Background: an optimization exercise with open tools, aiming at small area, a short achievable clock period and few clock cycles per item. Do not read the settings as production practice.
Function was checked by simulation only, so behaviour that the tests miss may differ from the original.

## design/flow/run.sh

```bash
#!/bin/bash
# synth_recipe.tcl (not shown) runs the flow's synth.tcl, then flattens the netlist and writes it again
# the make line also repeats each setting of config.mk as NAME=value (left out here)
make -C /OpenROAD-flow-scripts/flow DESIGN_CONFIG=/design/flow/config.mk WORK_HOME=/design/flow/orfs CLKGATE_MAP_FILE= SYNTH_SCRIPT=/design/flow/synth_recipe.tcl finish
```

## design/flow/design.v

```verilog
module dx_ecc (
    input  wire        clk,
    input  wire        rst,
    input  wire        in_valid,
    output wire        in_ready,
    input  wire        in_op,
    input  wire [63:0] in_data,
    input  wire [15:0] in_check,
    output reg         out_valid,
    output reg  [63:0] out_data,
    output reg  [15:0] out_check,
    output reg  [2:0]  out_status
);
    assign in_ready = 1'b1;
    function automatic [6:0] gf_mul(input [6:0] a, input [6:0] b);
        reg [12:0] p;
        integer i;
        begin
            p = 13'd0;
            for (i = 0; i < 7; i = i + 1)
                if (b[i]) p = p ^ ({6'd0, a} << i);
            for (i = 12; i >= 7; i = i - 1)
                if (p[i]) p = p ^ (13'h89 << (i - 7));
            gf_mul = p[6:0];
        end
    endfunction
    localparam [127:0] GF_INV3_T0 = 128'h85171f397d3521e1ec0715d9c155d956;
    localparam [127:0] GF_INV3_T1 = 128'h077bca8c40edde83cfa9b8fae20590f0;
    localparam [127:0] GF_INV3_T2 = 128'hd3d8a3c4b729aac8883ed3b1ef77e000;
    localparam [127:0] GF_INV3_T3 = 128'h9d7459fd639529fbdb72e2c062284688;
    localparam [127:0] GF_INV3_T4 = 128'h76d02a17ab13d34bf22b331b534913bc;
    localparam [127:0] GF_INV3_T5 = 128'h7a55ce6bcde0f5c45424a2b9e9a25f80;
    localparam [127:0] GF_INV3_T6 = 128'h4ae285f65b8d65a17edf971ddc8880a0;
    function automatic [6:0] gf_inv3(input [6:0] x);
        begin
            gf_inv3[0] = GF_INV3_T0[x];
            gf_inv3[1] = GF_INV3_T1[x];
            gf_inv3[2] = GF_INV3_T2[x];
            gf_inv3[3] = GF_INV3_T3[x];
            gf_inv3[4] = GF_INV3_T4[x];
            gf_inv3[5] = GF_INV3_T5[x];
            gf_inv3[6] = GF_INV3_T6[x];
        end
    endfunction
    localparam [127:0] IN_SET_T0 = 128'h341efc53e5ef0f6366edbbb9ab551f7e;
    function automatic [0:0] in_set(input [6:0] x);
        begin
            in_set[0] = IN_SET_T0[x];
        end
    endfunction
    function automatic [6:0] gf_sq(input [6:0] x);
        begin
            gf_sq[0] = ^(x & 7'h01);
            gf_sq[1] = ^(x & 7'h50);
            gf_sq[2] = ^(x & 7'h02);
            gf_sq[3] = ^(x & 7'h20);
            gf_sq[4] = ^(x & 7'h54);
            gf_sq[5] = ^(x & 7'h40);
            gf_sq[6] = ^(x & 7'h28);
        end
    endfunction
    function automatic [6:0] gf_ht(input [6:0] x);
        begin
            gf_ht[0] = ^(x & 7'h00);
            gf_ht[1] = ^(x & 7'h5c);
            gf_ht[2] = ^(x & 7'h58);
            gf_ht[3] = ^(x & 7'h60);
            gf_ht[4] = ^(x & 7'h16);
            gf_ht[5] = ^(x & 7'h68);
            gf_ht[6] = ^(x & 7'h48);
        end
    endfunction
    function automatic [6:0] pois_lin(input [6:0] x);
        begin
            pois_lin[0] = ^(x & 7'h1c);
            pois_lin[1] = ^(x & 7'h33);
            pois_lin[2] = ^(x & 7'h12);
            pois_lin[3] = ^(x & 7'h2c);
            pois_lin[4] = ^(x & 7'h3b);
            pois_lin[5] = ^(x & 7'h2b);
            pois_lin[6] = ^(x & 7'h13);
        end
    endfunction
    wire [0:0] v_0;
    reg  [0:0] v_1;
    reg  [0:0] v_2;
    wire [0:0] op_0;
    reg  [0:0] op_1;
    reg  [0:0] op_2;
    wire [63:0] d_0;
    reg  [63:0] d_1;
    reg  [63:0] d_2;
    wire [15:0] c_0;
    reg  [15:0] c_1;
    wire [13:0] r_0;
    reg  [13:0] r_1;
    wire [0:0] q_0;
    reg  [0:0] q_1;
    wire [0:0] pd_0;
    reg  [0:0] pd_1;
    wire [13:0] syn_1;
    wire [0:0] p1_1;
    reg  [0:0] p1_2;
    wire [0:0] s15_1;
    reg  [0:0] s15_2;
    wire [14:0] cb_1;
    reg  [14:0] cb_2;
    wire [6:0] s1_1;
    reg  [6:0] s1_2;
    wire [6:0] s3_1;
    wire [6:0] e_1;
    wire [6:0] i3_1;
    wire [6:0] z_1;
    reg  [6:0] z_2;
    wire [0:0] t0_1;
    reg  [0:0] t0_2;
    wire [0:0] ez_1;
    reg  [0:0] ez_2;
    wire [0:0] szero_1;
    reg  [0:0] szero_2;
    wire [0:0] pz_1;
    reg  [0:0] pz_2;
    wire [6:0] x1_2;
    wire [6:0] x2_2;
    wire [0:0] in1_2;
    wire [0:0] in2_2;
    wire [0:0] s1z_2;
    wire [0:0] corr_2;
    wire [0:0] keep_2;
    wire [0:0] e78_2;
    wire [2:0] st_2;
    wire [77:0] hit_2;
    wire [63:0] od_2;
    reg  [63:0] od_3;
    wire [14:0] oc_2;
    reg  [14:0] oc_3;
    wire [2:0] ost_2;
    reg  [2:0] ost_3;
    wire [0:0] ov_2;
    reg  [0:0] ov_3;
    generate if (1) begin : g_in
        assign v_0 = in_valid;
        assign op_0 = in_op;
        assign d_0 = in_data;
        assign c_0 = in_check;
    end endgenerate
    generate if (1) begin : g_rem
        wire [242:0] rt;
        assign rt[0] = d_0[3] ^ d_0[14];
        assign rt[1] = d_0[17] ^ d_0[43];
        assign rt[2] = d_0[0] ^ d_0[22];
        assign rt[3] = d_0[1] ^ d_0[23];
        assign rt[4] = d_0[2] ^ d_0[24];
        assign rt[5] = d_0[4] ^ d_0[26];
        assign rt[6] = d_0[5] ^ d_0[27];
        assign rt[7] = d_0[13] ^ d_0[46];
        assign rt[8] = d_0[25] ^ d_0[30];
        assign rt[9] = d_0[31] ^ d_0[47];
        assign rt[10] = d_0[37] ^ d_0[62];
        assign rt[11] = d_0[38] ^ d_0[63];
        assign rt[12] = d_0[6] ^ d_0[61];
        assign rt[13] = d_0[9] ^ d_0[29];
        assign rt[14] = d_0[18] ^ d_0[44];
        assign rt[15] = d_0[33] ^ d_0[58];
        assign rt[16] = d_0[50] ^ d_0[53];
        assign rt[17] = d_0[32] ^ rt[5];
        assign rt[18] = d_0[56] ^ rt[0];
        assign rt[19] = rt[8] ^ rt[9];
        assign rt[20] = d_0[10] ^ d_0[48];
        assign rt[21] = d_0[11] ^ d_0[49];
        assign rt[22] = d_0[12] ^ d_0[45];
        assign rt[23] = d_0[28] ^ d_0[42];
        assign rt[24] = d_0[7] ^ rt[10];
        assign rt[25] = d_0[39] ^ rt[3];
        assign rt[26] = d_0[40] ^ rt[2];
        assign rt[27] = d_0[41] ^ rt[7];
        assign rt[28] = d_0[52] ^ rt[1];
        assign rt[29] = d_0[55] ^ rt[4];
        assign rt[30] = d_0[60] ^ rt[6];
        assign rt[31] = d_0[15] ^ d_0[57];
        assign rt[32] = d_0[20] ^ d_0[59];
        assign rt[33] = d_0[19] ^ rt[12];
        assign rt[34] = d_0[21] ^ rt[11];
        assign rt[35] = d_0[54] ^ rt[20];
        assign rt[36] = rt[15] ^ rt[30];
        assign rt[37] = rt[16] ^ rt[17];
        assign rt[38] = rt[18] ^ rt[19];
        assign rt[39] = d_0[8] ^ rt[14];
        assign rt[40] = d_0[16] ^ rt[23];
        assign rt[41] = d_0[34] ^ rt[13];
        assign rt[42] = d_0[51] ^ rt[21];
        assign rt[43] = d_0[35] ^ rt[24];
        assign rt[44] = rt[22] ^ rt[28];
        assign rt[45] = rt[25] ^ rt[35];
        assign rt[46] = rt[27] ^ rt[31];
        assign rt[47] = d_0[36] ^ rt[26];
        assign rt[48] = d_0[59] ^ rt[41];
        assign rt[49] = rt[29] ^ rt[34];
        assign rt[50] = rt[32] ^ rt[40];
        assign rt[51] = rt[33] ^ rt[39];
        assign rt[52] = d_0[29] ^ rt[36];
        assign rt[53] = d_0[61] ^ rt[45];
        assign rt[54] = d_0[1] ^ d_0[57];
        assign rt[55] = d_0[12] ^ d_0[44];
        assign rt[56] = d_0[13] ^ d_0[49];
        assign rt[57] = d_0[14] ^ d_0[33];
        assign rt[58] = d_0[26] ^ d_0[43];
        assign rt[59] = d_0[30] ^ d_0[45];
        assign rt[60] = d_0[34] ^ d_0[41];
        assign rt[61] = d_0[35] ^ d_0[62];
        assign rt[62] = d_0[36] ^ d_0[50];
        assign rt[63] = d_0[40] ^ d_0[42];
        assign rt[64] = d_0[0] ^ rt[0];
        assign rt[65] = d_0[5] ^ rt[13];
        assign rt[66] = d_0[10] ^ rt[14];
        assign rt[67] = d_0[24] ^ rt[11];
        assign rt[68] = d_0[48] ^ rt[1];
        assign rt[69] = d_0[54] ^ rt[3];
        assign rt[70] = rt[2] ^ rt[7];
        assign rt[71] = rt[22] ^ rt[58];
        assign rt[72] = d_0[8] ^ rt[26];
        assign rt[73] = d_0[27] ^ rt[42];
        assign rt[74] = rt[24] ^ rt[64];
        assign rt[75] = rt[25] ^ rt[29];
        assign rt[76] = rt[27] ^ rt[67];
        assign rt[77] = d_0[4] ^ rt[44];
        assign rt[78] = d_0[22] ^ rt[38];
        assign rt[79] = d_0[23] ^ rt[37];
        assign rt[80] = d_0[28] ^ rt[48];
        assign rt[81] = d_0[38] ^ rt[43];
        assign rt[82] = rt[4] ^ rt[38];
        assign rt[83] = rt[10] ^ rt[47];
        assign rt[84] = rt[19] ^ rt[37];
        assign rt[85] = rt[21] ^ rt[46];
        assign rt[86] = rt[43] ^ rt[46];
        assign rt[87] = rt[50] ^ rt[55];
        assign rt[88] = d_0[7] ^ rt[52];
        assign rt[89] = d_0[32] ^ rt[53];
        assign rt[90] = d_0[37] ^ d_0[39];
        assign rt[91] = d_0[51] ^ rt[6];
        assign rt[92] = rt[16] ^ rt[31];
        assign rt[93] = rt[57] ^ rt[59];
        assign rt[94] = rt[90] ^ rt[68];
        assign rt[95] = rt[70] ^ rt[91];
        assign rt[96] = rt[92] ^ rt[93];
        assign rt[97] = rt[51] ^ rt[94];
        assign rt[98] = rt[95] ^ rt[96];
        assign rt[99] = rt[80] ^ rt[97];
        assign rt[100] = rt[98] ^ rt[99];
        assign rt[101] = d_0[16] ^ d_0[57];
        assign rt[102] = rt[9] ^ rt[16];
        assign rt[103] = rt[32] ^ rt[56];
        assign rt[104] = rt[101] ^ rt[28];
        assign rt[105] = rt[102] ^ rt[103];
        assign rt[106] = rt[36] ^ rt[72];
        assign rt[107] = rt[104] ^ rt[105];
        assign rt[108] = rt[53] ^ rt[81];
        assign rt[109] = rt[106] ^ rt[107];
        assign rt[110] = rt[108] ^ rt[109];
        assign rt[111] = d_0[19] ^ d_0[32];
        assign rt[112] = d_0[43] ^ rt[59];
        assign rt[113] = rt[111] ^ rt[69];
        assign rt[114] = rt[112] ^ rt[49];
        assign rt[115] = rt[113] ^ rt[52];
        assign rt[116] = rt[83] ^ rt[85];
        assign rt[117] = rt[114] ^ rt[115];
        assign rt[118] = rt[116] ^ rt[117];
        assign rt[119] = d_0[37] ^ d_0[46];
        assign rt[120] = d_0[50] ^ rt[11];
        assign rt[121] = rt[12] ^ rt[15];
        assign rt[122] = rt[60] ^ rt[119];
        assign rt[123] = rt[120] ^ rt[121];
        assign rt[124] = rt[122] ^ rt[75];
        assign rt[125] = rt[123] ^ rt[78];
        assign rt[126] = rt[87] ^ rt[124];
        assign rt[127] = rt[125] ^ rt[126];
        assign rt[128] = d_0[9] ^ d_0[21];
        assign rt[129] = d_0[33] ^ d_0[46];
        assign rt[130] = rt[23] ^ rt[128];
        assign rt[131] = rt[129] ^ rt[26];
        assign rt[132] = rt[30] ^ rt[130];
        assign rt[133] = rt[51] ^ rt[131];
        assign rt[134] = rt[132] ^ rt[79];
        assign rt[135] = rt[81] ^ rt[82];
        assign rt[136] = rt[133] ^ rt[134];
        assign rt[137] = rt[135] ^ rt[136];
        assign rt[138] = d_0[17] ^ d_0[36];
        assign rt[139] = rt[32] ^ rt[138];
        assign rt[140] = rt[66] ^ rt[69];
        assign rt[141] = rt[139] ^ rt[74];
        assign rt[142] = rt[76] ^ rt[140];
        assign rt[143] = rt[84] ^ rt[141];
        assign rt[144] = rt[142] ^ rt[143];
        assign rt[145] = d_0[11] ^ d_0[44];
        assign rt[146] = d_0[54] ^ d_0[60];
        assign rt[147] = rt[1] ^ rt[12];
        assign rt[148] = rt[23] ^ rt[54];
        assign rt[149] = rt[145] ^ rt[146];
        assign rt[150] = rt[70] ^ rt[147];
        assign rt[151] = rt[148] ^ rt[149];
        assign rt[152] = rt[48] ^ rt[49];
        assign rt[153] = rt[150] ^ rt[151];
        assign rt[154] = rt[84] ^ rt[152];
        assign rt[155] = rt[153] ^ rt[154];
        assign rt[156] = d_0[2] ^ d_0[51];
        assign rt[157] = d_0[55] ^ rt[14];
        assign rt[158] = rt[61] ^ rt[156];
        assign rt[159] = rt[71] ^ rt[157];
        assign rt[160] = rt[158] ^ rt[159];
        assign rt[161] = rt[78] ^ rt[160];
        assign rt[162] = rt[88] ^ rt[89];
        assign rt[163] = rt[161] ^ rt[162];
        assign rt[164] = d_0[18] ^ d_0[31];
        assign rt[165] = d_0[39] ^ d_0[63];
        assign rt[166] = rt[164] ^ rt[165];
        assign rt[167] = rt[18] ^ rt[28];
        assign rt[168] = rt[29] ^ rt[42];
        assign rt[169] = rt[65] ^ rt[166];
        assign rt[170] = rt[167] ^ rt[168];
        assign rt[171] = rt[169] ^ rt[79];
        assign rt[172] = rt[83] ^ rt[170];
        assign rt[173] = rt[171] ^ rt[172];
        assign rt[174] = d_0[25] ^ rt[18];
        assign rt[175] = rt[72] ^ rt[76];
        assign rt[176] = rt[174] ^ rt[77];
        assign rt[177] = rt[80] ^ rt[175];
        assign rt[178] = rt[89] ^ rt[176];
        assign rt[179] = rt[177] ^ rt[178];
        assign rt[180] = d_0[47] ^ d_0[53];
        assign rt[181] = d_0[60] ^ rt[5];
        assign rt[182] = rt[8] ^ rt[57];
        assign rt[183] = rt[61] ^ rt[63];
        assign rt[184] = rt[180] ^ rt[65];
        assign rt[185] = rt[66] ^ rt[181];
        assign rt[186] = rt[182] ^ rt[183];
        assign rt[187] = rt[75] ^ rt[184];
        assign rt[188] = rt[185] ^ rt[186];
        assign rt[189] = rt[85] ^ rt[187];
        assign rt[190] = rt[188] ^ rt[189];
        assign rt[191] = d_0[11] ^ d_0[15];
        assign rt[192] = d_0[16] ^ d_0[58];
        assign rt[193] = d_0[63] ^ rt[6];
        assign rt[194] = rt[60] ^ rt[62];
        assign rt[195] = rt[63] ^ rt[191];
        assign rt[196] = rt[192] ^ rt[33];
        assign rt[197] = rt[35] ^ rt[71];
        assign rt[198] = rt[193] ^ rt[194];
        assign rt[199] = rt[195] ^ rt[196];
        assign rt[200] = rt[197] ^ rt[198];
        assign rt[201] = rt[82] ^ rt[199];
        assign rt[202] = rt[200] ^ rt[201];
        assign rt[203] = d_0[3] ^ d_0[6];
        assign rt[204] = d_0[25] ^ d_0[31];
        assign rt[205] = d_0[55] ^ rt[203];
        assign rt[206] = rt[204] ^ rt[17];
        assign rt[207] = rt[68] ^ rt[205];
        assign rt[208] = rt[73] ^ rt[206];
        assign rt[209] = rt[207] ^ rt[86];
        assign rt[210] = rt[87] ^ rt[208];
        assign rt[211] = rt[209] ^ rt[210];
        assign rt[212] = d_0[14] ^ d_0[47];
        assign rt[213] = d_0[56] ^ rt[56];
        assign rt[214] = rt[62] ^ rt[212];
        assign rt[215] = rt[17] ^ rt[34];
        assign rt[216] = rt[39] ^ rt[40];
        assign rt[217] = rt[213] ^ rt[214];
        assign rt[218] = rt[44] ^ rt[215];
        assign rt[219] = rt[216] ^ rt[217];
        assign rt[220] = rt[218] ^ rt[219];
        assign rt[221] = rt[88] ^ rt[220];
        assign rt[222] = d_0[2] ^ d_0[20];
        assign rt[223] = rt[13] ^ rt[15];
        assign rt[224] = rt[20] ^ rt[54];
        assign rt[225] = rt[222] ^ rt[33];
        assign rt[226] = rt[34] ^ rt[223];
        assign rt[227] = rt[224] ^ rt[73];
        assign rt[228] = rt[74] ^ rt[225];
        assign rt[229] = rt[226] ^ rt[77];
        assign rt[230] = rt[227] ^ rt[228];
        assign rt[231] = rt[229] ^ rt[230];
        assign rt[232] = rt[41] ^ rt[42];
        assign rt[233] = rt[36] ^ rt[37];
        assign rt[234] = rt[38] ^ rt[44];
        assign rt[235] = rt[45] ^ rt[47];
        assign rt[236] = rt[49] ^ rt[50];
        assign rt[237] = rt[51] ^ rt[232];
        assign rt[238] = rt[86] ^ rt[233];
        assign rt[239] = rt[234] ^ rt[235];
        assign rt[240] = rt[236] ^ rt[237];
        assign rt[241] = rt[238] ^ rt[239];
        assign rt[242] = rt[240] ^ rt[241];
        assign r_0[0] = rt[100];
        assign r_0[1] = rt[110];
        assign r_0[2] = rt[118];
        assign r_0[3] = rt[127];
        assign r_0[4] = rt[137];
        assign r_0[5] = rt[144];
        assign r_0[6] = rt[155];
        assign r_0[7] = rt[163];
        assign r_0[8] = rt[173];
        assign r_0[9] = rt[179];
        assign r_0[10] = rt[190];
        assign r_0[11] = rt[202];
        assign r_0[12] = rt[211];
        assign r_0[13] = rt[221];
        assign q_0 = rt[231];
        assign pd_0 = rt[242];
    end endgenerate
    generate if (1) begin : g_syn
        assign syn_1 = r_1 ^ c_1[13:0];
        assign p1_1 = pd_1 ^ ^c_1[14:0];
        assign s15_1 = c_1[15];
        assign cb_1 = op_1 ? c_1[14:0] : {q_1, r_1};
    end endgenerate
    generate if (1) begin : g_S
        wire [37:0] st;
        assign st[0] = syn_1[7] ^ syn_1[9];
        assign st[1] = syn_1[4] ^ syn_1[8];
        assign st[2] = syn_1[9] ^ syn_1[13];
        assign st[3] = syn_1[8] ^ st[0];
        assign st[4] = syn_1[3] ^ syn_1[7];
        assign st[5] = syn_1[6] ^ syn_1[10];
        assign st[6] = syn_1[10] ^ syn_1[11];
        assign st[7] = syn_1[0] ^ syn_1[7];
        assign st[8] = syn_1[11] ^ st[7];
        assign st[9] = syn_1[1] ^ syn_1[8];
        assign st[10] = syn_1[12] ^ st[9];
        assign st[11] = syn_1[2] ^ st[2];
        assign st[12] = st[4] ^ st[6];
        assign st[13] = syn_1[11] ^ syn_1[12];
        assign st[14] = st[1] ^ st[13];
        assign st[15] = syn_1[5] ^ syn_1[12];
        assign st[16] = st[2] ^ st[15];
        assign st[17] = syn_1[13] ^ st[5];
        assign st[18] = syn_1[0] ^ syn_1[5];
        assign st[19] = syn_1[10] ^ st[0];
        assign st[20] = st[18] ^ st[19];
        assign st[21] = syn_1[5] ^ syn_1[13];
        assign st[22] = st[1] ^ st[21];
        assign st[23] = syn_1[3] ^ syn_1[13];
        assign st[24] = st[6] ^ st[23];
        assign st[25] = st[3] ^ st[24];
        assign st[26] = syn_1[1] ^ syn_1[5];
        assign st[27] = syn_1[6] ^ syn_1[11];
        assign st[28] = st[26] ^ st[27];
        assign st[29] = st[3] ^ st[28];
        assign st[30] = syn_1[6] ^ st[1];
        assign st[31] = st[2] ^ st[30];
        assign st[32] = syn_1[4] ^ syn_1[12];
        assign st[33] = syn_1[13] ^ st[4];
        assign st[34] = st[32] ^ st[33];
        assign st[35] = syn_1[2] ^ syn_1[12];
        assign st[36] = st[5] ^ st[35];
        assign st[37] = st[3] ^ st[36];
        assign s1_1[0] = st[8];
        assign s1_1[1] = st[10];
        assign s1_1[2] = st[11];
        assign s1_1[3] = st[12];
        assign s1_1[4] = st[14];
        assign s1_1[5] = st[16];
        assign s1_1[6] = st[17];
        assign s3_1[0] = st[20];
        assign s3_1[1] = st[22];
        assign s3_1[2] = st[25];
        assign s3_1[3] = st[29];
        assign s3_1[4] = st[31];
        assign s3_1[5] = st[34];
        assign s3_1[6] = st[37];
    end endgenerate
    generate if (1) begin : g_E
        assign e_1 = gf_mul(s1_1, gf_sq(s1_1)) ^ s3_1;
        assign i3_1 = gf_inv3(s1_1);
    end endgenerate
    generate if (1) begin : g_K
        wire [6:0] k = gf_mul(e_1, i3_1);
        assign z_1 = gf_ht(k);
        assign t0_1 = ~^(k & 7'h01);
        assign ez_1 = (e_1 == 7'd0);
        assign szero_1 = (s1_1 == 7'd0) && (e_1 == 7'd0);
        wire [6:0] ts1 = s1_1 ^ 7'h40;
        wire tz = (ts1 == 7'd0) && (e_1 == 7'h12);
        wire ts = in_set(ts1) && (e_1 == (pois_lin(s1_1) ^ 7'h12));
        wire [1:0] tp = {s15_1, p1_1} ^ 2'd2;
        assign pz_1 = (tz && (tp != 2'd3)) || (ts && (tp == 2'd1));
    end endgenerate
    generate if (1) begin : g_X
        assign x1_2 = gf_mul(s1_2, z_2);
        assign x2_2 = x1_2 ^ s1_2;
        assign in1_2 = in_set(x1_2);
        assign in2_2 = in_set(x2_2);
        assign s1z_2 = (s1_2 == 7'd0);
    end endgenerate
    generate if (1) begin : g_st
        wire ok1 = !s1z_2 && ez_2 && in2_2;
        wire ok2 = !s1z_2 && !ez_2 && t0_2 && in1_2 && in2_2;
        wire one = (ok1 && p1_2 && !s15_2) || (szero_2 && (p1_2 ^ s15_2));
        wire two = (ok2 && !p1_2 && !s15_2) || (ok1 && (p1_2 == s15_2)) || (szero_2 && p1_2 && s15_2);
        wire clean = szero_2 && !p1_2 && !s15_2;
        assign st_2 = !op_2 || clean ? 3'd0 : one ? 3'd1 : two ? 3'd2 : pz_2 ? 3'd3 : 3'd4;
        assign corr_2 = op_2 && (one || two);
        assign keep_2 = !op_2 || clean || one || two;
        assign e78_2 = p1_2 ^ (ez_2 && !szero_2);
    end endgenerate
    generate if (1) begin : g_hit
        assign hit_2[0] = (x1_2 == 7'h01) || (x2_2 == 7'h01);
        assign hit_2[1] = (x1_2 == 7'h02) || (x2_2 == 7'h02);
        assign hit_2[2] = (x1_2 == 7'h04) || (x2_2 == 7'h04);
        assign hit_2[3] = (x1_2 == 7'h08) || (x2_2 == 7'h08);
        assign hit_2[4] = (x1_2 == 7'h10) || (x2_2 == 7'h10);
        assign hit_2[5] = (x1_2 == 7'h20) || (x2_2 == 7'h20);
        assign hit_2[6] = (x1_2 == 7'h40) || (x2_2 == 7'h40);
        assign hit_2[7] = (x1_2 == 7'h09) || (x2_2 == 7'h09);
        assign hit_2[8] = (x1_2 == 7'h12) || (x2_2 == 7'h12);
        assign hit_2[9] = (x1_2 == 7'h24) || (x2_2 == 7'h24);
        assign hit_2[10] = (x1_2 == 7'h48) || (x2_2 == 7'h48);
        assign hit_2[11] = (x1_2 == 7'h19) || (x2_2 == 7'h19);
        assign hit_2[12] = (x1_2 == 7'h32) || (x2_2 == 7'h32);
        assign hit_2[13] = (x1_2 == 7'h64) || (x2_2 == 7'h64);
        assign hit_2[14] = (x1_2 == 7'h41) || (x2_2 == 7'h41);
        assign hit_2[15] = (x1_2 == 7'h0b) || (x2_2 == 7'h0b);
        assign hit_2[16] = (x1_2 == 7'h16) || (x2_2 == 7'h16);
        assign hit_2[17] = (x1_2 == 7'h2c) || (x2_2 == 7'h2c);
        assign hit_2[18] = (x1_2 == 7'h58) || (x2_2 == 7'h58);
        assign hit_2[19] = (x1_2 == 7'h39) || (x2_2 == 7'h39);
        assign hit_2[20] = (x1_2 == 7'h72) || (x2_2 == 7'h72);
        assign hit_2[21] = (x1_2 == 7'h6d) || (x2_2 == 7'h6d);
        assign hit_2[22] = (x1_2 == 7'h53) || (x2_2 == 7'h53);
        assign hit_2[23] = (x1_2 == 7'h2f) || (x2_2 == 7'h2f);
        assign hit_2[24] = (x1_2 == 7'h5e) || (x2_2 == 7'h5e);
        assign hit_2[25] = (x1_2 == 7'h35) || (x2_2 == 7'h35);
        assign hit_2[26] = (x1_2 == 7'h6a) || (x2_2 == 7'h6a);
        assign hit_2[27] = (x1_2 == 7'h5d) || (x2_2 == 7'h5d);
        assign hit_2[28] = (x1_2 == 7'h33) || (x2_2 == 7'h33);
        assign hit_2[29] = (x1_2 == 7'h66) || (x2_2 == 7'h66);
        assign hit_2[30] = (x1_2 == 7'h45) || (x2_2 == 7'h45);
        assign hit_2[31] = (x1_2 == 7'h03) || (x2_2 == 7'h03);
        assign hit_2[32] = (x1_2 == 7'h06) || (x2_2 == 7'h06);
        assign hit_2[33] = (x1_2 == 7'h0c) || (x2_2 == 7'h0c);
        assign hit_2[34] = (x1_2 == 7'h18) || (x2_2 == 7'h18);
        assign hit_2[35] = (x1_2 == 7'h30) || (x2_2 == 7'h30);
        assign hit_2[36] = (x1_2 == 7'h60) || (x2_2 == 7'h60);
        assign hit_2[37] = (x1_2 == 7'h49) || (x2_2 == 7'h49);
        assign hit_2[38] = (x1_2 == 7'h1b) || (x2_2 == 7'h1b);
        assign hit_2[39] = (x1_2 == 7'h36) || (x2_2 == 7'h36);
        assign hit_2[40] = (x1_2 == 7'h6c) || (x2_2 == 7'h6c);
        assign hit_2[41] = (x1_2 == 7'h51) || (x2_2 == 7'h51);
        assign hit_2[42] = (x1_2 == 7'h2b) || (x2_2 == 7'h2b);
        assign hit_2[43] = (x1_2 == 7'h56) || (x2_2 == 7'h56);
        assign hit_2[44] = (x1_2 == 7'h25) || (x2_2 == 7'h25);
        assign hit_2[45] = (x1_2 == 7'h4a) || (x2_2 == 7'h4a);
        assign hit_2[46] = (x1_2 == 7'h1d) || (x2_2 == 7'h1d);
        assign hit_2[47] = (x1_2 == 7'h3a) || (x2_2 == 7'h3a);
        assign hit_2[48] = (x1_2 == 7'h74) || (x2_2 == 7'h74);
        assign hit_2[49] = (x1_2 == 7'h61) || (x2_2 == 7'h61);
        assign hit_2[50] = (x1_2 == 7'h4b) || (x2_2 == 7'h4b);
        assign hit_2[51] = (x1_2 == 7'h1f) || (x2_2 == 7'h1f);
        assign hit_2[52] = (x1_2 == 7'h3e) || (x2_2 == 7'h3e);
        assign hit_2[53] = (x1_2 == 7'h7c) || (x2_2 == 7'h7c);
        assign hit_2[54] = (x1_2 == 7'h71) || (x2_2 == 7'h71);
        assign hit_2[55] = (x1_2 == 7'h6b) || (x2_2 == 7'h6b);
        assign hit_2[56] = (x1_2 == 7'h5f) || (x2_2 == 7'h5f);
        assign hit_2[57] = (x1_2 == 7'h37) || (x2_2 == 7'h37);
        assign hit_2[58] = (x1_2 == 7'h6e) || (x2_2 == 7'h6e);
        assign hit_2[59] = (x1_2 == 7'h55) || (x2_2 == 7'h55);
        assign hit_2[60] = (x1_2 == 7'h23) || (x2_2 == 7'h23);
        assign hit_2[61] = (x1_2 == 7'h46) || (x2_2 == 7'h46);
        assign hit_2[62] = (x1_2 == 7'h05) || (x2_2 == 7'h05);
        assign hit_2[63] = (x1_2 == 7'h0a) || (x2_2 == 7'h0a);
        assign hit_2[64] = (x1_2 == 7'h14) || (x2_2 == 7'h14);
        assign hit_2[65] = (x1_2 == 7'h28) || (x2_2 == 7'h28);
        assign hit_2[66] = (x1_2 == 7'h50) || (x2_2 == 7'h50);
        assign hit_2[67] = (x1_2 == 7'h29) || (x2_2 == 7'h29);
        assign hit_2[68] = (x1_2 == 7'h52) || (x2_2 == 7'h52);
        assign hit_2[69] = (x1_2 == 7'h2d) || (x2_2 == 7'h2d);
        assign hit_2[70] = (x1_2 == 7'h5a) || (x2_2 == 7'h5a);
        assign hit_2[71] = (x1_2 == 7'h3d) || (x2_2 == 7'h3d);
        assign hit_2[72] = (x1_2 == 7'h7a) || (x2_2 == 7'h7a);
        assign hit_2[73] = (x1_2 == 7'h7d) || (x2_2 == 7'h7d);
        assign hit_2[74] = (x1_2 == 7'h73) || (x2_2 == 7'h73);
        assign hit_2[75] = (x1_2 == 7'h6f) || (x2_2 == 7'h6f);
        assign hit_2[76] = (x1_2 == 7'h57) || (x2_2 == 7'h57);
        assign hit_2[77] = (x1_2 == 7'h27) || (x2_2 == 7'h27);
    end endgenerate
    generate if (1) begin : g_out
        assign od_2 = {64{keep_2}} & (d_2 ^ ({64{corr_2}} & hit_2[77:14]));
        assign oc_2 = {15{keep_2}} & (cb_2 ^ ({15{corr_2}} & {e78_2, hit_2[13:0]}));
        assign ost_2 = st_2;
        assign ov_2 = v_2;
    end endgenerate
    always @(posedge clk) begin
        v_1 <= rst ? 1'b0 : v_0;
        v_2 <= rst ? 1'b0 : v_1;
        op_1 <= op_0;
        op_2 <= op_1;
        d_1 <= d_0;
        d_2 <= d_1;
        c_1 <= c_0;
        r_1 <= r_0;
        q_1 <= q_0;
        pd_1 <= pd_0;
        p1_2 <= p1_1;
        s15_2 <= s15_1;
        cb_2 <= cb_1;
        s1_2 <= s1_1;
        z_2 <= z_1;
        t0_2 <= t0_1;
        ez_2 <= ez_1;
        szero_2 <= szero_1;
        pz_2 <= pz_1;
        od_3 <= od_2;
        oc_3 <= oc_2;
        ost_3 <= ost_2;
        ov_3 <= rst ? 1'b0 : ov_2;
    end
    always @* begin
        out_valid  = ov_3;
        out_data   = od_3;
        out_check  = {1'b0, oc_3};
        out_status = ost_3;
    end
endmodule
```

## design/flow/config.mk

```make
export PLATFORM = sky130hd
export DESIGN_NAME = dx_ecc
export DESIGN_NICKNAME = dx_ecc
export VERILOG_FILES = /design/flow/design.v
export SDC_FILE = /design/flow/constraint.sdc
export NUM_CORES = 4
export LEC_CHECK = 0
export CAP_MARGIN = 20
export CORE_MARGIN = 2
export CORE_UTILIZATION = 40
export SLEW_MARGIN = 20
```

## design/flow/constraint.sdc

```tcl
create_clock -name core_clock -period 14.0 [get_ports {clk}]
set_input_delay 2.8000 -clock core_clock [delete_from_list [all_inputs] [get_ports {clk}]]
set_output_delay 2.8000 -clock core_clock [all_outputs]
set_load 0.01 [all_outputs]
```

==> flow_summary.html, run 1 <==
<table>
<tr><th>Metric</th><th>Value</th></tr>
<tr><th colspan="2">Outcome</th></tr>
<tr><td>Outcome</td><td>complete, no violations</td></tr>
<tr><th colspan="2">Yosys</th></tr>
<tr><td>Cell count after synthesis</td><td>1,841</td></tr>
<tr><td>Commonest cells post-synth</td><td>sky130_fd_sc_hd__xnor2_1 (398), sky130_fd_sc_hd__dfxtp_1 (281), sky130_fd_sc_hd__nor2_1 (250)</td></tr>
<tr><td>Seq/Total Area, Yosys</td><td>34.9%</td></tr>
<tr><td>Warnings from Yosys</td><td>1</td></tr>
<tr><td>Number of distinct library cells after synthesis</td><td>78</td></tr>
<tr><td>Share of the synthesized area in the top cell type</td><td>34.9%</td></tr>
<tr><td>Most frequent cell after synthesis</td><td>sky130_fd_sc_hd__xnor2_1</td></tr>
<tr><td>Share of flip-flops with an asynchronous set or reset after synthesis</td><td>0%</td></tr>
<tr><td>Number of enable flip-flop cells after synthesis</td><td>0</td></tr>
<tr><td>Average size of a mapped cell</td><td>8.76 um2</td></tr>
<tr><td>Largest area contributor in the synthesized netlist</td><td>sky130_fd_sc_hd__dfxtp_1</td></tr>
<tr><td>Synth Flop Type</td><td>sky130_fd_sc_hd__dfxtp_1</td></tr>
<tr><td>Number of synthesized register bits</td><td>281</td></tr>
<tr><td>Leading cell types by total area after synthesis</td><td>sky130_fd_sc_hd__dfxtp_1 (35%), sky130_fd_sc_hd__xnor2_1 (22%), sky130_fd_sc_hd__nor2_1 (5.8%), sky130_fd_sc_hd__nand2_1 (5.6%), sky130_fd_sc_hd__xor2_1 (4.4%)</td></tr>
<tr><td>Post-Syn Nets</td><td>1,954</td></tr>
<tr><td>Post-synthesis cell area</td><td>0.0161 mm2</td></tr>
<tr><th colspan="2">Clock tree</th></tr>
<tr><td>Clock-pin slew of the registers on the worst-case setup and hold paths</td><td>70 ps</td></tr>
<tr><td>Number of clock sinks</td><td>281</td></tr>
<tr><td>Number of levels the H-tree was split into</td><td>1</td></tr>
<tr><td>Clock buffer depth</td><td>3</td></tr>
<tr><td>CTS tree</td><td>built</td></tr>
<tr><td>Clock insertion delay at the later pin of the skew report</td><td>570 ps</td></tr>
<tr><td>Resized Gates After CTS</td><td>0</td></tr>
<tr><td>Number of buffers added by the clock tree synthesis step</td><td>29</td></tr>
<tr><td>Number of setup buffers added after CTS</td><td>0</td></tr>
<tr><td># hold bufs at CTS</td><td>0</td></tr>
<tr><td>Clock Tree Root</td><td>sky130_fd_sc_hd__clkbuf_16</td></tr>
<tr><th colspan="2">Place</th></tr>
<tr><td>Half-perimeter wire length of the detailed placement result</td><td>41.2 mm</td></tr>
<tr><td>Count of input and output buffers</td><td>166</td></tr>
<tr><td>DP Cell Count</td><td>2,444</td></tr>
<tr><td>RD Place Congestion</td><td>0.980</td></tr>
<tr><th colspan="2">Setup path</th></tr>
<tr><td>Worst setup path category</td><td>flip-flop to flip-flop</td></tr>
<tr><td>Cells traversed along the worst timing path</td><td>xnor2_1, xnor3_1, xor2_4, buf_4, clkinv_2, nand2_1, a21boi_0, o211ai_1, a31oi_2, inv_1, nand2_2, xor2_1, xnor3_1, xor2_2, xnor3_2, xnor3_1</td></tr>
<tr><td>Delay of the slowest cell on the worst path</td><td>790 ps</td></tr>
<tr><td>Maximum fanout along the worst path</td><td>53</td></tr>
<tr><td>Standard cell with the maximum stage delay on the critical path</td><td>sky130_fd_sc_hd__clkinv_2</td></tr>
<tr><td>Setup crit end kind</td><td>flip-flop</td></tr>
<tr><td>Startpoint type of the worst setup path</td><td>flip-flop</td></tr>
<tr><td>Critical path data arrival time</td><td>6670 ps</td></tr>
<tr><td>Required arrival time at the worst endpoint</td><td>14,450 ps</td></tr>
<tr><td>Cell type with the highest occurrence count on the critical path</td><td>sky130_fd_sc_hd__xnor3_1</td></tr>
<tr><th colspan="2">Global routing</th></tr>
<tr><td>Initial antenna violation count</td><td>1</td></tr>
<tr><td>Total congestion overflow</td><td>0</td></tr>
<tr><td>GRT Overall Usage</td><td>25.7%</td></tr>
<tr><td>Pin count of the biggest net entering global routing</td><td>82</td></tr>
<tr><td>Wire length of the first global-routing pass</td><td>81.5 mm</td></tr>
<tr><td>Vias in the first global route</td><td>13,100</td></tr>
<tr><th colspan="2">Cells and area</th></tr>
<tr><td>Area of the multi-input gates</td><td>0.0100 mm2</td></tr>
<tr><td>Share of final-layout standard cells stronger than drive strength 1</td><td>5.89%</td></tr>
<tr><td>Layout filler cell count</td><td>3,797</td></tr>
<tr><td>Net total in the final layout</td><td>2,063</td></tr>
<tr><td>Footprint of the flip-flops and latches</td><td>0.00563 mm2</td></tr>
<tr><td>Antenna diode count</td><td>0</td></tr>
<tr><td>Non-Filler Instances</td><td>2,494</td></tr>
<tr><td>Post-layout utilization of the core</td><td>48.2%</td></tr>
<tr><td>Layout-stage area growth over the synthesis result</td><td>18.8%</td></tr>
<tr><th colspan="2">Timing</th></tr>
<tr><td>Largest clock skew in the final design</td><td>11.8 ps</td></tr>
<tr><td>Final hold vios</td><td>0</td></tr>
<tr><td>Crit share post-route</td><td>44.4%</td></tr>
<tr><td>Hold Worst Slack</td><td>323 ps</td></tr>
<tr><td>Setup tns final</td><td>0 ps</td></tr>
<tr><td>Worst max-slew margin expressed relative to the limit</td><td>37.1%</td></tr>
<tr><td>Maximum achievable frequency</td><td>161 MHz</td></tr>
<tr><td>Post-layout minimum cycle time</td><td>6220 ps</td></tr>
<tr><td>Worst Max-Slew Pin Slew</td><td>937 ps</td></tr>
<tr><td>Max Transition Viols Final</td><td>0</td></tr>
<tr><td>Unrepaired setup endpoints after global routing</td><td>false</td></tr>
<tr><td>Count of final setup violators</td><td>0</td></tr>
<tr><th colspan="2">Die</th></tr>
<tr><td>Top Ports</td><td>169</td></tr>
<tr><td>Die area</td><td>0.0419 mm2</td></tr>
<tr><td>Core Footprint</td><td>0.0397 mm2</td></tr>
<tr><td>Effective utilization at floorplan</td><td>40.6%</td></tr>
<tr><td>Die height</td><td>205 um</td></tr>
<tr><td>Rows</td><td>73</td></tr>
<tr><td>Die width</td><td>205 um</td></tr>
<tr><th colspan="2">Flow run</th></tr>
<tr><td>Max-cap check violation count</td><td>0</td></tr>
<tr><th colspan="2">Min path</th></tr>
<tr><td>Worst hold path type</td><td>flip-flop to flip-flop</td></tr>
<tr><th colspan="2">Detailed routing</th></tr>
<tr><td>Total wire length after detailed routing</td><td>54.5 mm</td></tr>
<tr><td>1st-pass router iterations</td><td>5</td></tr>
<tr><td>Remaining design rule violation count</td><td>0</td></tr>
<tr><td>Detailed-route wire length per cell</td><td>21.9 um</td></tr>
<tr><td>Post-DRT Antenna Nets</td><td>0</td></tr>
<tr><td>DR vias</td><td>13,500</td></tr>
<tr><td>Violation count after the first detailed-routing iteration</td><td>1,454</td></tr>
<tr><td>Via/cell ratio</td><td>5.41</td></tr>
</table>
## per-layer routing
layer / GRT usage, % / vias up / wire [um] / part of all wire (%)
li1: - / 6334 / - / -
met1: 36.6 / 6378 / 24500 / 45
met2: 39.4 / 675 / 23900 / 44
met3: 4.33 / 116 / 4330 / 7.9
met4: 8.20 / 2 / 1870 / 3.4
met5: 0 / - / 13 / 0.024
## critical path, delay by kind of cell, from the launching register on
| kind | cells | cell delay (ps) |
|---|---|---|
| XOR/XNOR | 8 | 2640 |
| buffers and inverters | 3 | 1430 |
| AO/OA/AOI/OAI | 3 | 990 |
| AND/OR/NAND/NOR | 2 | 640 |
| flip-flops | 1 | 350 |
## flip-flops by register name, summed over array words and instances (netlist names), 3 cells and up
name and flops:
c_1 16, cb_2 15, d_1 64, d_2 64
oc_3 15, od_3 64, ost_3 3, r_1 14
s1_2 7, z_2 6
## cell usage in the layout (no fill, tap or decap), types with 8 or more instances in the layout
cell type,instances
sky130_fd_sc_hd__nor2b_1,10
sky130_fd_sc_hd__mux2i_1,15
sky130_fd_sc_hd__dfxtp_1,280
sky130_fd_sc_hd__inv_1,17
sky130_fd_sc_hd__a211oi_1,12
sky130_fd_sc_hd__o221ai_1,10
sky130_fd_sc_hd__clkbuf_16,29
sky130_fd_sc_hd__ha_1,29
sky130_fd_sc_hd__and2_1,9
sky130_fd_sc_hd__o311ai_0,8
sky130_fd_sc_hd__mux2_2,17
sky130_fd_sc_hd__nor2_1,250
sky130_fd_sc_hd__nand2_1,239
sky130_fd_sc_hd__nand3_1,17
sky130_fd_sc_hd__o21ai_0,41
sky130_fd_sc_hd__o211ai_1,14
sky130_fd_sc_hd__nand2b_1,9
sky130_fd_sc_hd__a31oi_1,11
sky130_fd_sc_hd__xnor2_1,396
sky130_fd_sc_hd__xnor3_1,15
sky130_fd_sc_hd__a21oi_1,45
sky130_fd_sc_hd__o22ai_1,84
sky130_fd_sc_hd__nor3_1,18
sky130_fd_sc_hd__xnor2_2,12
sky130_fd_sc_hd__buf_4,11
sky130_fd_sc_hd__clkdlybuf4s50_1,166
sky130_fd_sc_hd__xor2_1,81
## per-stage QoR
step | worst slack, ps | area, um2
final | 7780 | 19100
after global routing | 7460 | 19100
after CTS | 7670 | 19100
after detailed placement | 7690 | 18100
after global placement | 7780 | 18100
after floorplan | 8710 | 16100
## logic make-up after synthesis
| group | count (synthesis) | share of synthesized area [%] |
|---|---|---|
| buffers and inverters | 121 | 3.25 |
| flip-flops | 281 | 34.9 |
| multiplexers | 34 | 2.33 |
| adder cells (fa/ha/maj) | 29 | 2.25 |
| AND/OR/NAND/NOR | 573 | 14.5 |
| AO/OA/AOI/OAI | 283 | 11.7 |
| XOR/XNOR | 518 | 31.1 |
| other | 2 | 0.0466 |
## path summary, 6_finish.rpt
path	startpoint	end	slack, ps	cells after the start
worst min-delay path	d_1[29]	d_2[29]	320	0
worst min register to register	d_1[29]	d_2[29]	320	0
worst max-delay path	c_1[10]	z_2[1]	7780	16
worst max register to register	c_1[10]	z_2[1]	7780	16
## layout make-up
type / instances / area share, %
clock inverter: 16 / 1.24
sequential: 281 / 29.4
multi-input combinational: 1439 / 52.3
inverter: 22 / 0.438
timing repair buffer: 177 / 9.11
tap: 525 / 3.43
clock buffer: 34 / 4.10
Testbench counts, summed over its fixed seeds: cycles 12,024, items 12,000.
==> run 2, diff against run 1 <==
==> design/flow/flow/run.sh (new file) <==
#!/bin/bash
# Own flow: the standard layout (standard synthesis unchanged), with
#  - port buffers of sky130_fd_sc_hd__buf_2 instead of the automatically chosen cell;
set -euo pipefail
bash standard.sh \
  "SETUP_SLACK_MARGIN=${FLOW_SETUP_MARGIN:-9.5}" \
  "BUFFER_PORTS_ARGS=-buffer_cell sky130_fd_sc_hd__buf_2" \
  finish > standard_make.log 2>&1
==> design/flow/standard.sh (new file) <==
#!/bin/bash
# synth_recipe.tcl (not shown) runs the flow's synth.tcl, then flattens the netlist and writes it again
# the make line also repeats each setting of config.mk as NAME=value (left out here)
make -C /OpenROAD-flow-scripts/flow DESIGN_CONFIG=/design/flow/config.mk WORK_HOME=/design/flow/orfs CLKGATE_MAP_FILE= SYNTH_SCRIPT=/design/flow/synth_recipe.tcl "${@:-finish}"
removed: design/flow/run.sh
==> flow_summary.html, run 2 <==
<table>
<tr><th>Metric</th><th>Value</th></tr>
<tr><th colspan="2">Setup path</th></tr>
<tr><td>Cells traversed along the worst timing path</td><td>xnor2_4, buf_6, xnor3_2, buf_12, ha_4, buf_2, xnor2_1, a21oi_1, xnor2_2, xnor2_2, xor3_2, buf_4, nor2b_2, xnor2_2, xnor2_2, xnor2_2, xnor3_2, buf_6, xnor2_1</td></tr>
<tr><td>Critical path buffer and inverter count</td><td>5 (+2)</td></tr>
<tr><td>Worst setup path endpoint</td><td>z_2[5]</td></tr>
<tr><td>Reg-to-Reg Start</td><td>c_1[13]</td></tr>
<tr><td>Endpoint of the lowest-slack register-to-register path</td><td>z_2[5]</td></tr>
<tr><td>Launching element of the worst setup path</td><td>c_1[13]</td></tr>
<tr><td>Maximum fanout along the worst path</td><td>6 (-89%)</td></tr>
<tr><td>Reg2Reg Setup Slack</td><td>9490 ps (+1710 ps)</td></tr>
<tr><td>Worst setup path category</td><td>flip-flop to flip-flop</td></tr>
<tr><td>Critical path data arrival time</td><td>4970 ps (-1700 ps)</td></tr>
<tr><td>FF-to-FF path depth</td><td>19 (+3)</td></tr>
<tr><td>Delay of the slowest cell on the worst path</td><td>440 ps (-350 ps)</td></tr>
<tr><td>Standard cell with the maximum stage delay on the critical path</td><td>sky130_fd_sc_hd__xnor3_2</td></tr>
<tr><td>Top delay family on crit path</td><td>XOR/XNOR gates</td></tr>
<tr><td>Setup crit end kind</td><td>flip-flop</td></tr>
<tr><td>Startpoint type of the worst setup path</td><td>flip-flop</td></tr>
<tr><td>Crit path depth</td><td>19 (+3)</td></tr>
<tr><td>Required arrival time at the worst endpoint</td><td>14,450 ps (about the same)</td></tr>
<tr><td>Cell type with the highest occurrence count on the critical path</td><td>sky130_fd_sc_hd__xnor2_2</td></tr>
<tr><th colspan="2">Die</th></tr>
<tr><td>Core Footprint</td><td>0.0397 mm2 (unchanged)</td></tr>
<tr><td>Die width</td><td>205 um (unchanged)</td></tr>
<tr><td>Top Ports</td><td>169 (unchanged)</td></tr>
<tr><td>Die height</td><td>205 um (unchanged)</td></tr>
<tr><td>Die area</td><td>0.0419 mm2 (unchanged)</td></tr>
<tr><td>Rows</td><td>73 (unchanged)</td></tr>
<tr><td>Effective utilization at floorplan</td><td>40.6% (unchanged)</td></tr>
<tr><th colspan="2">Clock tree</th></tr>
<tr><td>Clock insertion delay at the later pin of the skew report</td><td>590 ps (+20 ps)</td></tr>
<tr><td># hold bufs at CTS</td><td>0 (unchanged)</td></tr>
<tr><td>Number of levels the H-tree was split into</td><td>1 (unchanged)</td></tr>
<tr><td>Clock Tree Root</td><td>sky130_fd_sc_hd__clkbuf_16</td></tr>
<tr><td>Number of buffers added by the clock tree synthesis step</td><td>30 (+3.4%)</td></tr>
<tr><td>Clock-pin slew of the registers on the worst-case setup and hold paths</td><td>60 ps (about the same)</td></tr>
<tr><td>Clock buffer depth</td><td>3 (unchanged)</td></tr>
<tr><td>Number of clock sinks</td><td>281 (unchanged)</td></tr>
<tr><td>CTS tree</td><td>built</td></tr>
<tr><th colspan="2">Cells and area</th></tr>
<tr><td>Layout-stage area growth over the synthesis result</td><td>28.0%</td></tr>
<tr><td>Share of final-layout standard cells stronger than drive strength 1</td><td>25.7% (+20 points)</td></tr>
<tr><td>Layout filler cell count</td><td>3,678 (-3.1%)</td></tr>
<tr><td>Most frequent cells in the layout</td><td>sky130_fd_sc_hd__xnor2_1 (346), sky130_fd_sc_hd__dfxtp_1 (255), sky130_fd_sc_hd__nor2_1 (241)</td></tr>
<tr><td>Net total in the final layout</td><td>2,178 (+5.6%)</td></tr>
<tr><td>Most common library cell in the layout ignoring fill and taps</td><td>sky130_fd_sc_hd__xnor2_1</td></tr>
<tr><td>Non-Filler Instances</td><td>2,613 (+4.8%)</td></tr>
<tr><td>Largest registers</td><td>d_1 (64), d_2 (64), od_3 (64)</td></tr>
<tr><td>Antenna diode count</td><td>0 (unchanged)</td></tr>
<tr><th colspan="2">Timing</th></tr>
<tr><td>Max Transition Viols Final</td><td>0 (unchanged)</td></tr>
<tr><td>Post-layout minimum cycle time</td><td>4510 ps (-1710 ps)</td></tr>
<tr><td>Unrepaired setup endpoints after global routing</td><td>true</td></tr>
<tr><td>Largest clock skew in the final design</td><td>25.5 ps (+13.7 ps)</td></tr>
<tr><td>Count of final setup violators</td><td>0 (unchanged)</td></tr>
<tr><td>Final hold vios</td><td>0 (unchanged)</td></tr>
<tr><td>Setup tns final</td><td>0 ps (unchanged)</td></tr>
<tr><td>Worst max-slew margin expressed relative to the limit</td><td>45.2% (+8.1 points)</td></tr>
<tr><td>Worst Max-Slew Pin Slew</td><td>822 ps (-115 ps)</td></tr>
<tr><td>Crit share post-route</td><td>32.2% (-12 points)</td></tr>
<tr><td>Maximum achievable frequency</td><td>222 MHz (+38%)</td></tr>
<tr><th colspan="2">Yosys</th></tr>
<tr><td>Number of enable flip-flop cells after synthesis</td><td>0 (unchanged)</td></tr>
<tr><td>Most frequent cell after synthesis</td><td>sky130_fd_sc_hd__xnor2_1</td></tr>
<tr><td>Post-synthesis cell area</td><td>0.0161 mm2 (unchanged)</td></tr>
<tr><td>Number of distinct library cells after synthesis</td><td>78 (unchanged)</td></tr>
<tr><td>Cell count after synthesis</td><td>1,841 (unchanged)</td></tr>
<tr><td>Share of flip-flops with an asynchronous set or reset after synthesis</td><td>0% (unchanged)</td></tr>
<tr><td>Largest area contributor in the synthesized netlist</td><td>sky130_fd_sc_hd__dfxtp_1</td></tr>
<tr><td>Commonest cells post-synth</td><td>sky130_fd_sc_hd__xnor2_1 (398), sky130_fd_sc_hd__dfxtp_1 (281), sky130_fd_sc_hd__nor2_1 (250)</td></tr>
<tr><td>Warnings from Yosys</td><td>1 (unchanged)</td></tr>
<tr><td>Number of synthesized register bits</td><td>281 (unchanged)</td></tr>
<tr><td>Post-Syn Nets</td><td>1,954 (unchanged)</td></tr>
<tr><td>Leading cell types by total area after synthesis</td><td>sky130_fd_sc_hd__dfxtp_1 (35%), sky130_fd_sc_hd__xnor2_1 (22%), sky130_fd_sc_hd__nor2_1 (5.8%), sky130_fd_sc_hd__nand2_1 (5.6%), sky130_fd_sc_hd__xor2_1 (4.4%)</td></tr>
<tr><td>Synth Flop Type</td><td>sky130_fd_sc_hd__dfxtp_1</td></tr>
<tr><td>Share of the synthesized area in the top cell type</td><td>34.9% (unchanged)</td></tr>
<tr><td>Average size of a mapped cell</td><td>8.76 um2 (unchanged)</td></tr>
<tr><td>Seq/Total Area, Yosys</td><td>34.9% (unchanged)</td></tr>
<tr><th colspan="2">Detailed routing</th></tr>
<tr><td>Violation count after the first detailed-routing iteration</td><td>1,566 (+7.7%)</td></tr>
<tr><td>Post-DRT Antenna Nets</td><td>0 (unchanged)</td></tr>
<tr><td>Remaining design rule violation count</td><td>0 (unchanged)</td></tr>
<tr><td>Detailed-route wire length per cell</td><td>22.4 um (+2.6%)</td></tr>
<tr><td>Via/cell ratio</td><td>5.45 (+0.60%)</td></tr>
<tr><td>1st-pass router iterations</td><td>6 (+1)</td></tr>
<tr><td>Total wire length after detailed routing</td><td>58.6 mm (+7.5%)</td></tr>
<tr><td>DR vias</td><td>14,200 (+5.4%)</td></tr>
<tr><th colspan="2">Global routing</th></tr>
<tr><td>Total congestion overflow</td><td>0 (unchanged)</td></tr>
<tr><td>Wire length of the first global-routing pass</td><td>83.4 mm (+2.3%)</td></tr>
<tr><td>Initial antenna violation count</td><td>2 (+1)</td></tr>
<tr><td>Pin count of the biggest net entering global routing</td><td>82 (unchanged)</td></tr>
<tr><td>Vias in the first global route</td><td>13,400 (+2.2%)</td></tr>
<tr><td>GRT Overall Usage</td><td>26.2% (+0.47 points)</td></tr>
<tr><th colspan="2">Place</th></tr>
<tr><td>RD Place Congestion</td><td>0.978 (-0.14%)</td></tr>
<tr><td>Half-perimeter wire length of the detailed placement result</td><td>40.0 mm (-2.9%)</td></tr>
<tr><td>DP Cell Count</td><td>2,443 (-0.041%)</td></tr>
<tr><td>Count of input and output buffers</td><td>166 (unchanged)</td></tr>
<tr><th colspan="2">Flow run</th></tr>
<tr><td>Max-cap check violation count</td><td>0 (unchanged)</td></tr>
<tr><th colspan="2">Outcome</th></tr>
<tr><td>Outcome</td><td>complete, no violations</td></tr>
<tr><th colspan="2">Min path</th></tr>
<tr><td>Worst hold path type</td><td>flip-flop to flip-flop</td></tr>
</table>
[run 2: cell types whose count changed in the layout (fill, tap and decap cells not counted), sizes merged]
cell	before	now
buf	11	281
bufbuf	0	4
clkdlybuf4s50	166	0
clkbuf	34	47
bufinv	5	1
clkinvlp	2	6
clkinv	6	8
inv	25	21
[run 2: final cells by class]
cell class | instances | area (um2) | share of cell area, %
clock buffers | 41 | 842 | 4.08
clock inverters | 14 | 138 | 0.667
inverters | 22 | 130 | 0.631
multi-input cells | 1439 | 11000 | 53.1
flip-flops and latches | 281 | 5680 | 27.5
well taps | 525 | 657 | 3.18
repair buffers | 291 | 2230 | 10.8
[run 2: kinds of logic after synthesis]
kind of cell,Yosys count,synth area share [%]
muxes,34,2.33
other,2,0.0466
DFF,281,34.9
AOI/OAI and AO/OA,283,11.7
buffers and inverters,121,3.25
and+or+nand+nor,573,14.5
xor gates and xnor gates,518,31.1
adders and majority gates,29,2.25
[run 2: worst min path at each step]
stage                     startpoint       to  slack [ps]  depth (start not counted)
final                        d_1[53]  d_2[53]         320                          0
after global routing         d_1[61]  d_2[61]         320                          0
after CTS                    d_1[53]  d_2[53]         320                          0
after detailed placement     d_1[14]  d_2[14]         310                          0
after global placement       d_1[62]  d_2[62]         310                          0
after floorplan               d_1[0]   d_2[0]         310                          0
[run 2: what timing repair did]
action | in CTS | in global routing
setup buffers | 61 | 42
setup endpoints to repair | 92 | 85
gates cloned | 5 | 7
pin swaps | 32 | 57
gates resized for setup | 130 | 90
[run 2: worst reg2reg max path: stages, from the launching register on]
cell and delay, ps:
sky130_fd_sc_hd__dfxtp_4 370, sky130_fd_sc_hd__xnor2_4 230, sky130_fd_sc_hd__buf_6 130, sky130_fd_sc_hd__xnor3_2 440, sky130_fd_sc_hd__buf_12 160, sky130_fd_sc_hd__ha_4 320
sky130_fd_sc_hd__buf_2 170, sky130_fd_sc_hd__xnor2_1 80, sky130_fd_sc_hd__a21oi_1 240, sky130_fd_sc_hd__xnor2_2 120, sky130_fd_sc_hd__xnor2_2 240, sky130_fd_sc_hd__xor3_2 400
sky130_fd_sc_hd__buf_4 160, sky130_fd_sc_hd__nor2b_2 150, sky130_fd_sc_hd__xnor2_2 140, sky130_fd_sc_hd__xnor2_2 110, sky130_fd_sc_hd__xnor2_2 230, sky130_fd_sc_hd__xnor3_2 420
sky130_fd_sc_hd__buf_6 150, sky130_fd_sc_hd__xnor2_1 110
[run 2: layer usage]
layer  vias to the layer above  wire (um)  GRT usage [%]
met4                         0       1790           6.44
met5                         -          0              0
li1                       6580          -              -
met3                       133       4460           3.12
met2                       765      26700           42.0
met1                      6756      25700           37.2
[run 2: metrics by stage]
step / worst slack [ps] / util, % / hold WS (ps) / area [um2]
finish: 9490 / 51.9 / 318 / 20600
detailed placement: 7940 / 43.8 / 312 / 17400
global route: 9310 / 51.9 / 320 / 20600
CTS: 9480 / 49.6 / 317 / 19700
global placement: 7970 / 43.8 / 310 / 17400
floorplan: 9480 / - / 310 / 16300
==> run 3, diff against run 2 <==
--- a/design/flow/flow/run.sh
+++ b/design/flow/flow/run.sh
@@ -4,5 +4,5 @@
 set -euo pipefail
 bash standard.sh \
-  "SETUP_SLACK_MARGIN=${FLOW_SETUP_MARGIN:-9.5}" \
+  "SETUP_SLACK_MARGIN=${FLOW_SETUP_MARGIN:-10.0}" \
   "BUFFER_PORTS_ARGS=-buffer_cell sky130_fd_sc_hd__buf_2" \
   finish > standard_make.log 2>&1
==> flow_summary.html, run 3 <==
<table>
<tr><th>Metric</th><th>Value</th></tr>
<tr><th colspan="2">Timing</th></tr>
<tr><td>Unrepaired setup endpoints after global routing</td><td>true</td></tr>
<tr><td>Worst Max-Slew Pin Slew</td><td>806 ps (-16.4 ps)</td></tr>
<tr><td>Maximum achievable frequency</td><td>229 MHz (+3.3%)</td></tr>
<tr><td>Largest clock skew in the final design</td><td>23.9 ps (-1.59 ps)</td></tr>
<tr><td>Final hold vios</td><td>0 (unchanged)</td></tr>
<tr><td>Setup WS post-layout</td><td>9630 ps (+144 ps)</td></tr>
<tr><td>Count of final setup violators</td><td>0 (unchanged)</td></tr>
<tr><td>Setup tns final</td><td>0 ps (unchanged)</td></tr>
<tr><td>Post-layout minimum cycle time</td><td>4370 ps (-144 ps)</td></tr>
<tr><td>Max Transition Viols Final</td><td>0 (unchanged)</td></tr>
<tr><th colspan="2">Yosys</th></tr>
<tr><td>Share of the synthesized area in the top cell type</td><td>34.9% (unchanged)</td></tr>
<tr><td>Average size of a mapped cell</td><td>8.76 um2 (unchanged)</td></tr>
<tr><td>Cell count after synthesis</td><td>1,841 (unchanged)</td></tr>
<tr><td>Number of distinct library cells after synthesis</td><td>78 (unchanged)</td></tr>
<tr><td>Warnings from Yosys</td><td>1 (unchanged)</td></tr>
<tr><td>Synth Flop Type</td><td>sky130_fd_sc_hd__dfxtp_1</td></tr>
<tr><td>Seq/Total Area, Yosys</td><td>34.9% (unchanged)</td></tr>
<tr><td>Most frequent cell after synthesis</td><td>sky130_fd_sc_hd__xnor2_1</td></tr>
<tr><td>Number of synthesized register bits</td><td>281 (unchanged)</td></tr>
<tr><td>Post-synthesis cell area</td><td>0.0161 mm2 (unchanged)</td></tr>
<tr><td>Post-Syn Nets</td><td>1,954 (unchanged)</td></tr>
<tr><td>Leading cell types by total area after synthesis</td><td>sky130_fd_sc_hd__dfxtp_1 (35%), sky130_fd_sc_hd__xnor2_1 (22%), sky130_fd_sc_hd__nor2_1 (5.8%), sky130_fd_sc_hd__nand2_1 (5.6%), sky130_fd_sc_hd__xor2_1 (4.4%)</td></tr>
<tr><td>Commonest cells post-synth</td><td>sky130_fd_sc_hd__xnor2_1 (398), sky130_fd_sc_hd__dfxtp_1 (281), sky130_fd_sc_hd__nor2_1 (250)</td></tr>
<tr><td>Share of flip-flops with an asynchronous set or reset after synthesis</td><td>0% (unchanged)</td></tr>
<tr><th colspan="2">Detailed routing</th></tr>
<tr><td>Post-DRT Antenna Nets</td><td>0 (unchanged)</td></tr>
<tr><td>Total wire length after detailed routing</td><td>65.3 mm (+11%)</td></tr>
<tr><td>Violation count after the first detailed-routing iteration</td><td>1,728 (+10%)</td></tr>
<tr><td>DR vias</td><td>15,100 (+5.9%)</td></tr>
<tr><td>Remaining design rule violation count</td><td>0 (unchanged)</td></tr>
<tr><td>Detailed-route wire length per cell</td><td>24.3 um (+8.2%)</td></tr>
<tr><th colspan="2">Setup path</th></tr>
<tr><td>Reg-to-Reg Start</td><td>r_1[10]</td></tr>
<tr><td>Launching element of the worst setup path</td><td>r_1[10]</td></tr>
<tr><td>Delay of the slowest cell on the worst path</td><td>480 ps (+40 ps)</td></tr>
<tr><td>Standard cell with the maximum stage delay on the critical path</td><td>sky130_fd_sc_hd__xnor3_2</td></tr>
<tr><td>Startpoint type of the worst setup path</td><td>flip-flop</td></tr>
<tr><td>Required arrival time at the worst endpoint</td><td>14,480 ps (+30 ps)</td></tr>
<tr><td>Worst setup path category</td><td>flip-flop to flip-flop</td></tr>
<tr><td>Cells traversed along the worst timing path</td><td>xnor2_2, buf_6, xnor3_2, xor2_4, buf_12, clkinv_16, xnor2_1, nor2_1, xnor2_2, xnor2_2, xor3_2, buf_4, nor2_1, xor2_1, xnor2_2, xnor2_2, xnor3_1</td></tr>
<tr><td>Setup crit end kind</td><td>flip-flop</td></tr>
<tr><td>Critical path data arrival time</td><td>4840 ps (-130 ps)</td></tr>
<tr><th colspan="2">Cells and area</th></tr>
<tr><td>Post-route cell area</td><td>0.0230 mm2 (+11%)</td></tr>
<tr><td>Non-Filler Instances</td><td>2,689 (+2.9%)</td></tr>
<tr><td>Largest registers</td><td>d_1 (64), d_2 (64), od_3 (64)</td></tr>
<tr><td>Layout filler cell count</td><td>3,417 (-7.1%)</td></tr>
<tr><td>Layout-stage area growth over the synthesis result</td><td>42.5%</td></tr>
<tr><td>Net total in the final layout</td><td>2,254 (+3.5%)</td></tr>
<tr><td>Antenna diode count</td><td>0 (unchanged)</td></tr>
<tr><td>Most frequent cells in the layout</td><td>sky130_fd_sc_hd__xnor2_1 (302), sky130_fd_sc_hd__dfxtp_1 (252), sky130_fd_sc_hd__nand2_1 (231)</td></tr>
<tr><td>Most common library cell in the layout ignoring fill and taps</td><td>sky130_fd_sc_hd__xnor2_1</td></tr>
<tr><td>Share of final-layout standard cells stronger than drive strength 1</td><td>34.8% (+9.1 points)</td></tr>
<tr><th colspan="2">Clock tree</th></tr>
<tr><td># hold bufs at CTS</td><td>0 (unchanged)</td></tr>
<tr><td>CTS tree</td><td>built</td></tr>
<tr><td>Clock buffer depth</td><td>3 (unchanged)</td></tr>
<tr><td>Number of levels the H-tree was split into</td><td>1 (unchanged)</td></tr>
<tr><td>Number of buffers added by the clock tree synthesis step</td><td>30 (unchanged)</td></tr>
<tr><td>Clock-pin slew of the registers on the worst-case setup and hold paths</td><td>70 ps (about the same)</td></tr>
<tr><th colspan="2">Die</th></tr>
<tr><td>Top Ports</td><td>169 (unchanged)</td></tr>
<tr><td>Core Footprint</td><td>0.0397 mm2 (unchanged)</td></tr>
<tr><td>Die width</td><td>205 um (unchanged)</td></tr>
<tr><td>Die area</td><td>0.0419 mm2 (unchanged)</td></tr>
<tr><th colspan="2">Place</th></tr>
<tr><td>Post-Place Setup Slack</td><td>8200 ps (+265 ps)</td></tr>
<tr><td>Count of input and output buffers</td><td>166 (unchanged)</td></tr>
<tr><td>Half-perimeter wire length of the detailed placement result</td><td>41.0 mm (+2.4%)</td></tr>
<tr><td>RD Place Congestion</td><td>0.971 (-0.75%)</td></tr>
<tr><td>DP Cell Count</td><td>2,443 (unchanged)</td></tr>
<tr><th colspan="2">Outcome</th></tr>
<tr><td>Outcome</td><td>complete, no violations</td></tr>
<tr><th colspan="2">Min path</th></tr>
<tr><td>Worst hold path type</td><td>flip-flop to flip-flop</td></tr>
<tr><td>Worst hold start</td><td>d_1[9]</td></tr>
<tr><th colspan="2">Global routing</th></tr>
<tr><td>GRT Overall Usage</td><td>28.9% (+2.7 points)</td></tr>
<tr><td>Total congestion overflow</td><td>0 (unchanged)</td></tr>
</table>
==> run 3: cell count changes in the layout (fill, tap and decap cells not counted), sizes merged <==
cell	delta
buf	+62
inv	+7
clkinv	+1
bufbuf	+4
xnor2	+1
bufinv	+2
clkbuf	-1
==> run 3: routing by layer <==
metal | vias up | share of wire [%] | wire, um | track usage [%]
li1 | 6737 | - | - | -
met1 | 7207 | 41 | 26800 | 40.0
met2 | 912 | 44 | 28600 | 44.7
met3 | 214 | 9.7 | 6320 | 5.04
met4 | 0 | 5.3 | 3480 | 11.2
met5 | - | 0 | 0 | 0
==> run 3: cell type report <==
class	count	area, um2	area share [%]
inverter	22	138	0.599
tap	525	657	2.86
clock inverter	22	267	1.16
clock buffer	33	772	3.36
timing repair inverter	2	27.5	0.120
sequential	281	5690	24.8
multi-input combinational	1440	12100	52.8
timing repair buffer	364	3290	14.3
==> run 3: logic make-up (layout without fill, tap and decap cells) <==
kind of cell | Yosys count | in the layout | share of synthesized area, %
simple gates | 573 | 573 | 14.5
fa+ha+maj | 29 | 29 | 2.25
flops | 281 | 281 | 34.9
buf+inv | 121 | 443 | 3.25
xor+xnor | 518 | 519 | 31.1
other cells | 2 | 2 | 0.0466
mux | 34 | 34 | 2.33
compound gates | 283 | 283 | 11.7
==> run 3: critical path: cells and delay by family, from the launching register on <==
kind	cells	cell delay [ps]
xor gates and xnor gates	11	3030
buffers and inverters	4	620
DFF	1	340
and+or+nand+nor	2	250
==> run 3: worst paths after layout <==
kind / end / slack, ps / cells past startpoint
setup / recovery: z_2[1] / 9630 / 17
hold / removal: d_2[9] / 330 / 0
setup reg to reg: z_2[1] / 9630 / 17
hold reg to reg: d_2[9] / 330 / 0
==> run 3: repair_timing <==
action,CTS,global route
pin swaps,69,165
cloned,18,16
setup buffers,107,50
resized for setup,197,213
endpoints found under the hold margin,0,0
setup endpoints to repair,98,100
==> run 3: per-stage QoR <==
stage	hold WS [ps]	util [%]
CTS	327	53.2
detailed placement	312	44.7
finish	327	57.8
floorplan	310	-
global placement	311	44.7
global route	329	57.8

[what the ideal ports hide]
In the flow no input, the clock included, has a driving cell. The finished layouts below were timed again as built, in two steps.
Step 1 (the two cells are an assumption about what drives the block):
set clk [get_ports {clk}]
set_driving_cell -lib_cell sky130_fd_sc_hd__clkbuf_16 $clk
set_driving_cell -lib_cell sky130_fd_sc_hd__buf_2 [delete_from_list [all_inputs] $clk]
Step 2 also shifts input and output timing later by t, the mid clock arrival at the registers, as if the neighbouring blocks saw the same clock.
a / b / c = ideal ports / drivers / drivers and shift; a / b = the first two.
| run | shift t [ns] | setup slack, ns | clock arrival spread, ns |
|---|---|---|---|
| run 1 | 0.616 | 7.782 / 7.782 / 7.782 | 0.012 / 0.012 |
| run 2 | 0.627 | 9.488 / 9.488 / 9.037 | 0.025 / 0.025 |
| run 3 | 0.646 | 9.632 / 9.632 / 9.394 | 0.024 / 0.024 |
After both steps every run listed still meets setup and hold. For run 2, which loses most, drivers alone change the setup slack by 0.000 ns; drivers and shift together by -0.451 ns.
